What follows belongs to an exercise in optimizing a design on an open flow for small area, a short achievable clock period and few clock cycles per item; a production flow would make more cautious choices. RTL that was checked went through simulation tests only; none was proved equivalent to the original. Power figures rest on the tool's default switching activity, not on a simulated workload.

## oz_outer_fill
module oz_outer_fill (
    input  wire        clk,
    input  wire        rst,         
    input  wire        in_valid,
    output reg         in_ready,
    input  wire [7:0]  in_data,
    input  wire        in_erase,
    output reg         out_valid,
    output reg         out_fail,
    output wire [2:0]  out_cnt,
    output wire [23:0] out_pos,
    output wire [31:0] out_val
);
    function automatic [7:0] mul_a1(input [7:0] a);    
        mul_a1 = {a[6:0], 1'b0} ^ (a[7] ? 8'h1D : 8'h00);
    endfunction
    function automatic [7:0] gf_mul(input [7:0] a, input [7:0] b);
        reg [7:0] p;
        reg [7:0] x;
        integer   n;
        begin
            p = 8'h00;
            x = a;
            for (n = 0; n < 8; n = n + 1) begin
                p = p ^ (x & {8{b[n]}});
                x = mul_a1(x);
            end
            gf_mul = p;
        end
    endfunction
    function automatic [7:0] gf_sq(input [7:0] a);
        gf_sq = {a[6],
                 a[3] ^ a[5] ^ a[6],
                 a[5],
                 a[2] ^ a[4] ^ a[5] ^ a[7],
                 a[4] ^ a[6],
                 a[1] ^ a[4] ^ a[5] ^ a[6],
                 a[7],
                 a[0] ^ a[4] ^ a[6] ^ a[7]};
    endfunction
    function automatic [7:0] cm(input integer m, input [7:0] a);   
        case (m)
            0: cm = a;
            1: cm = mul_a1(a);
            2: cm = mul_a1(mul_a1(a));
            default: cm = mul_a1(mul_a1(mul_a1(a)));
        endcase
    endfunction
    function automatic [7:0] mul_am1(input [7:0] a);   
        mul_am1 = {1'b0, a[7:1]} ^ (a[0] ? 8'h8E : 8'h00);
    endfunction
    function automatic [7:0] rom_x(input [5:0] p);
        reg [7:0] h;
        begin
            case (p[5:2])
            4'd0: h = 8'ha1;
            4'd1: h = 8'hd2;
            4'd2: h = 8'ha0;
            4'd3: h = 8'h0a;
            4'd4: h = 8'h23;
            4'd5: h = 8'h77;
            4'd6: h = 8'h35;
            4'd7: h = 8'h9c;
            4'd8: h = 8'hc0;
            4'd9: h = 8'h0c;
            4'd10: h = 8'hc9;
            4'd11: h = 8'h5a;
            4'd12: h = 8'h26;
            4'd13: h = 8'he8;
            4'd14: h = 8'h80;
            4'd15: h = 8'h08;
                default: h = 8'h00;
  ...
Size: roughly 710 cells after synthesis, ~85 flip-flops, about 6400 sq um of cells after synthesis.
==> module oz_outer_fill, before the edit <==
module oz_outer_fill (
    input  wire        clk,
    input  wire        rst,         
    input  wire        in_valid,
    output reg         in_ready,
    input  wire [7:0]  in_data,
    input  wire        in_erase,
    output reg         out_valid,
    output reg         out_fail,
    output wire [2:0]  out_cnt,
    output wire [23:0] out_pos,
    output wire [31:0] out_val
);
    function automatic [7:0] mul_a1(input [7:0] a);    
        mul_a1 = {a[6:0], 1'b0} ^ (a[7] ? 8'h1D : 8'h00);
    endfunction
    function automatic [7:0] gf_mul(input [7:0] a, input [7:0] b);
        reg [7:0] p;
        reg [7:0] x;
        integer   n;
        begin
            p = 8'h00;
            x = a;
            for (n = 0; n < 8; n = n + 1) begin
                p = p ^ (x & {8{b[n]}});
                x = mul_a1(x);
            end
            gf_mul = p;
        end
    endfunction
    function automatic [7:0] gf_sq(input [7:0] a);
        gf_sq = {a[6],
                 a[3] ^ a[5] ^ a[6],
                 a[5],
                 a[2] ^ a[4] ^ a[5] ^ a[7],
                 a[4] ^ a[6],
                 a[1] ^ a[4] ^ a[5] ^ a[6],
                 a[7],
                 a[0] ^ a[4] ^ a[6] ^ a[7]};
    endfunction
    function automatic [7:0] cm(input integer m, input [7:0] a);   
        case (m)
            0: cm = a;
            1: cm = mul_a1(a);
            2: cm = mul_a1(mul_a1(a));
            default: cm = mul_a1(mul_a1(mul_a1(a)));
        endcase
    endfunction
    function automatic [7:0] mul_am1(input [7:0] a);   
        mul_am1 = {1'b0, a[7:1]} ^ (a[0] ? 8'h8E : 8'h00);
    endfunction
    function automatic [7:0] rom_x(input [5:0] p);
        reg [7:0] h;
        begin
            case (p[5:2])
            4'd0: h = 8'ha1;
            4'd1: h = 8'hd2;
            4'd2: h = 8'ha0;
            4'd3: h = 8'h0a;
            4'd4: h = 8'h23;
            4'd5: h = 8'h77;
            4'd6: h = 8'h35;
            4'd7: h = 8'h9c;
            4'd8: h = 8'hc0;
            4'd9: h = 8'h0c;
            4'd10: h = 8'hc9;
            4'd11: h = 8'h5a;
            4'd12: h = 8'h26;
            4'd13: h = 8'he8;
            4'd14: h = 8'h80;
            4'd15: h = 8'h08;
                default: h = 8'h00;
            endcase
            if (p[0]) h = mul_am1(h);
            if (p[1]) h = mul_am1(mul_am1(h));
            rom_x = h;
        end
    endfunction
    reg        fwd, back;     
    reg  [5:0] idx;           
    reg  [2:0] nerr;          
    reg  [7:0] b  [0:3];
    reg  [5:0] pos[0:3];
    reg  [7:0] t;             
    reg  [1:0] k;             
    reg  [1:0] i;             
    reg  [1:0] asel;          
    reg        chk;           
    assign out_cnt  = nerr;
    assign out_pos  = {pos[3], pos[2], pos[1], pos[0]};
    assign out_val  = {b[3], b[2], b[1], b[0]};
    wire       recv   = in_ready;
    wire       take   = in_valid && in_ready;
    wire [7:0] sym    = in_erase ? 8'h00 : in_data;
    wire       first  = (idx == 6'd0);
    wire       lastp  = (idx == 6'd63);
    wire [2:0] ncur   = first ? 3'd0 : nerr;
    wire       z0     = (ncur == 3'd0);
    wire       z1     = (ncur == 3'd1);
    wire       z45    = (ncur == 3'd4) || (ncur == 3'd5);
    wire       z5     = (ncur == 3'd5);
    wire [2:0] ninc   = z5 ? 3'd5 : ncur + 3'd1;
    wire [2:0] nnext  = in_erase ? ninc : ncur;
    wire       nosolve = in_erase ? z45 : (z0 || z5);    
    wire       f_is1  = in_erase ? z0 : z1;
    wire [1:0] fm1    = nerr[1:0] - 2'd1;       
    wire       jend   = (i == fm1);             
    wire       flast  = (i == k + 2'd1);        
    wire       klast  = (k == 2'd2) || (k == fm1);   
    wire       prep   = back && (idx == 6'd0);
    wire       fin    = back && (idx[2:0] == 3'd7);
    wire [1:0] jn     = jend ? k : i + 2'd1;       
    wire [1:0] kn     = jend ? k - 2'd1 : k;
    wire [7:0] xr     = rom_x(recv ? idx : pos[asel]);
    wire [1:0] bs   = fwd ? i - 2'd1 : i;      
    wire [7:0] prod = gf_mul(t, b[bs]);
    wire [7:0] add = recv ? sym : prod;
    reg  [7:0] base [0:3];
    reg  [3:0] ben;
    integer    q;
    always @(*) begin
        for (q = 0; q < 4; q = q + 1) begin
            ben[q] = take || ((fwd || (back && !prep)) && i == q) ||
                     (back && fin && k == q);
            if (recv)
                base[q] = first ? 8'h00 : cm(q, b[q]);
            else if (fwd || k == q)
                base[q] = b[q];
            else
                base[q] = 8'h00;
        end
    end
    reg bad;
    always @(*) begin
        bad = 1'b0;
        for (q = 0; q < 4; q = q + 1)
            if (q >= nerr && b[q] != 8'h00) bad = 1'b1;
    end
    wire done_cw  = take && lastp;
    wire solve_cw = done_cw && !nosolve;
    wire back_end = back && ((chk && (bad || nerr == 3'd1)) ||
                             (fin && jend && k == 2'd0));
    wire recv_nx  = (recv && !solve_cw) || back_end;
    always @(posedge clk) begin
        if (rst) begin
            in_ready  <= 1'b1;
            fwd       <= 1'b0;
            back      <= 1'b0;
            idx       <= 6'd0;
            out_valid <= 1'b0;
        end else begin
            in_ready  <= recv_nx;
            out_valid <= (done_cw && !solve_cw) || back_end;
            if (take || back)
                idx <= (back && (fin || back_end)) ? 6'd0 : idx + 6'd1;
            if (solve_cw)
                fwd <= 1'b1;
            if (fwd && flast && klast) begin
                fwd  <= 1'b0;
                back <= 1'b1;
            end
            if (back_end)
                back <= 1'b0;
        end
    end
    always @(posedge clk) begin
        for (q = 0; q < 4; q = q + 1)
            if (ben[q]) b[q] <= base[q] ^ add;
        if (recv && z0)
            t <= xr;
        if (recv) begin
            k     <= 2'd0;
            i     <= 2'd3;
            asel  <= f_is1 ? 2'd0 : 2'd1;
        end
        if (take) begin
            if (in_erase && !ncur[2])
                pos[ncur[1:0]] <= idx;
            nerr <= nnext;
            if (done_cw)
                out_fail <= in_erase || !z0;
        end
        if (fwd) begin
            i     <= i - 2'd1;
            if (flast) begin
                t <= xr;
                if (klast) begin
                    k     <= fm1 - 2'd1;
                    i     <= fm1;
                    asel  <= fm1 - 2'd1;
                    chk   <= 1'b1;
                end else begin
                    k     <= k + 2'd1;
                    i     <= 2'd3;
                    asel  <= ((k + 2'd1 == fm1) || (k == 2'd1)) ? fm1 : k + 2'd2;
                end
            end
        end
        if (back) begin
            chk  <= 1'b0;
            if (prep) begin
                t    <= gf_sq(t ^ xr);   
                asel <= jn;
            end else
                t    <= gf_sq(t);
            if (fin) begin
                t    <= xr;              
                asel <= kn;
                i    <= jn;
                k    <= kn;
            end
            if (back_end)
                out_fail <= chk && bad;
        end
    end
endmodule
Settings: LEC_CHECK=0, CAP_MARGIN=20, CORE_MARGIN=2, CORE_UTILIZATION=40, GPL_TIMING_DRIVEN=0, SLEW_MARGIN=20; clock period 15.0 ns.
standard.sh (not shown) runs the stock make flow with config.mk's settings and CLKGATE_MAP_FILE= SYNTH_SCRIPT=/design/flow/synth_recipe.tcl, a recipe that flattens the netlist after the stock synthesis.
==> flow/flow/run.sh <==
#!/bin/bash
# The standard layout (standard.sh: ORFS synthesis with synth_recipe.tcl, then floorplan,
# place, cts, route and finish) with three changes, none to the design's registers or to its
# constraints:
#  - ABC maps the logic with an area-oriented script (flow/abc_area.script) in place of ORFS's
#    delay-oriented abc_speed.script; ORFS's scripts are otherwise used unchanged, from a copy
#    whose abc_speed.script is replaced;
#  - every port still gets its buffer, but a buf_1 cell instead of the default delay-buffer
#    cell (the resizer may still upsize it);
#  - the resizer's setup repair aims for more slack than the 15 ns clock needs.
# Each make target's full output goes to its own log_<target>.log here; ORFS also keeps each
# tool's log under orfs/logs.
set -euo pipefail
here=$(pwd)
rm -rf "$here/orfs_scripts"
cp -r "$FLOW_HOME/scripts" "$here/orfs_scripts"
cp "$here/flow/abc_area.script" "$here/orfs_scripts/abc_speed.script"
export SCRIPTS_DIR="$here/orfs_scripts"
export BUFFER_PORTS_ARGS="-buffer_cell sky130_fd_sc_hd__buf_1"
export SETUP_SLACK_MARGIN=10.9
for target in synth floorplan place cts route finish; do
  bash standard.sh "$target" > "log_${target}.log" 2>&1
done
==> flow/flow/abc_area.script <==
strash
&get -n
&fraig -x
&put
scorr
dc2
strash
&get -n
&dch -f
&nf -R 1000
&put
strash
&get -n
&dch -f
&nf -R 1000
&put
Next try:
--- a/flow/design.v
+++ b/flow/design.v
@@ -82,12 +82,13 @@
     reg  [7:0] b  [0:3];
     reg  [5:0] pos[0:3];
     reg  [7:0] t;             
     reg  [1:0] k;             
     reg  [1:0] i;             
     reg  [1:0] asel;          
+    reg        prep, fin;     
     reg        chk;           
     assign out_cnt  = nerr;
     assign out_pos  = {pos[3], pos[2], pos[1], pos[0]};
     assign out_val  = {b[3], b[2], b[1], b[0]};
     wire       recv   = in_ready;
     wire       take   = in_valid && in_ready;
@@ -104,14 +105,12 @@
     wire       nosolve = in_erase ? z45 : (z0 || z5);    
     wire       f_is1  = in_erase ? z0 : z1;
     wire [1:0] fm1    = nerr[1:0] - 2'd1;       
     wire       jend   = (i == fm1);             
     wire       flast  = (i == k + 2'd1);        
     wire       klast  = (k == 2'd2) || (k == fm1);   
-    wire       prep   = back && (idx == 6'd0);
-    wire       fin    = back && (idx[2:0] == 3'd7);
     wire [1:0] jn     = jend ? k : i + 2'd1;       
     wire [1:0] kn     = jend ? k - 2'd1 : k;
     wire [7:0] xr     = rom_x(recv ? idx : pos[asel]);
     wire [1:0] bs   = fwd ? i - 2'd1 : i;      
     wire [7:0] prod = gf_mul(t, b[bs]);
     wire [7:0] add = recv ? sym : prod;
@@ -168,16 +167,17 @@
             if (ben[q]) b[q] <= base[q] ^ add;
         if (recv && z0)
             t <= xr;
         if (recv) begin
             k     <= 2'd0;
             i     <= 2'd3;
+            fin   <= 1'b0;
             asel  <= f_is1 ? 2'd0 : 2'd1;
         end
         if (take) begin
-            if (in_erase && !ncur[2])
+            if (!ncur[2])
                 pos[ncur[1:0]] <= idx;
             nerr <= nnext;
             if (done_cw)
                 out_fail <= in_erase || !z0;
         end
         if (fwd) begin
@@ -185,21 +185,25 @@
             if (flast) begin
                 t <= xr;
                 if (klast) begin
                     k     <= fm1 - 2'd1;
                     i     <= fm1;
                     asel  <= fm1 - 2'd1;
+                    prep  <= 1'b1;
+                    fin   <= 1'b0;
                     chk   <= 1'b1;
                 end else begin
                     k     <= k + 2'd1;
                     i     <= 2'd3;
                     asel  <= ((k + 2'd1 == fm1) || (k == 2'd1)) ? fm1 : k + 2'd2;
                 end
             end
         end
         if (back) begin
+            prep <= fin;
+            fin  <= (idx[2:0] == 3'd6);
             chk  <= 1'b0;
             if (prep) begin
                 t    <= gf_sq(t ^ xr);   
                 asel <= jn;
             end else
                 t    <= gf_sq(t);
Effect: The new run passed the timing, design-rule and antenna checks. Core utilization goes down by 0.39 points. Non-clock buffer count goes down by 16. Wire length hardly moves. Die area goes up by 1.3%. Power goes down by 4.0%. Hold slack is better by 0.026 ns. Maximum frequency goes up by 1.2%. Flip-flop and latch count goes up by 2. Design area goes down by 0.44%. Clock power barely changes. Worst setup slack is better by 0.049 ns. Count of clock-buffer cells in the layout goes down by 1. Combinational power goes down by 9.3%. Via count stays flat.
Testbench counts after the change, summed over its fixed seeds: cycles 183,209, items 2,400.
Only the layout flow was run in the first run of this note; the RTL was not checked for function there.

[static timing again, ports no longer ideal]
In the flow no input, the clock included, has a driving cell. The finished layouts below were timed again as built, in two steps.
Step 1, drivers: a clkbuf_16 drives clk and a buf_2 each remaining input, both assumed.
Step 2 also shifts input and output timing later by t, the mid clock arrival at the registers, as if the neighbouring blocks saw the same clock.
Three values: ideal, step 1, step 2; two values: the first two.
run	t (ns)	setup WS [ns]	hold slack, ns	slew at the worst register clock pin (ns)
the first run	0.384	10.879 / 10.896 / 10.512	0.484 / 0.484 / 0.484	0.07 / 0.07
the second run	0.396	10.928 / 10.885 / 10.606	0.510 / 0.510 / 0.510	0.07 / 0.07
After both steps every run listed still meets setup and hold. For the first run, which loses most, drivers alone change the setup slack by +0.017 ns; drivers and shift together by -0.367 ns.
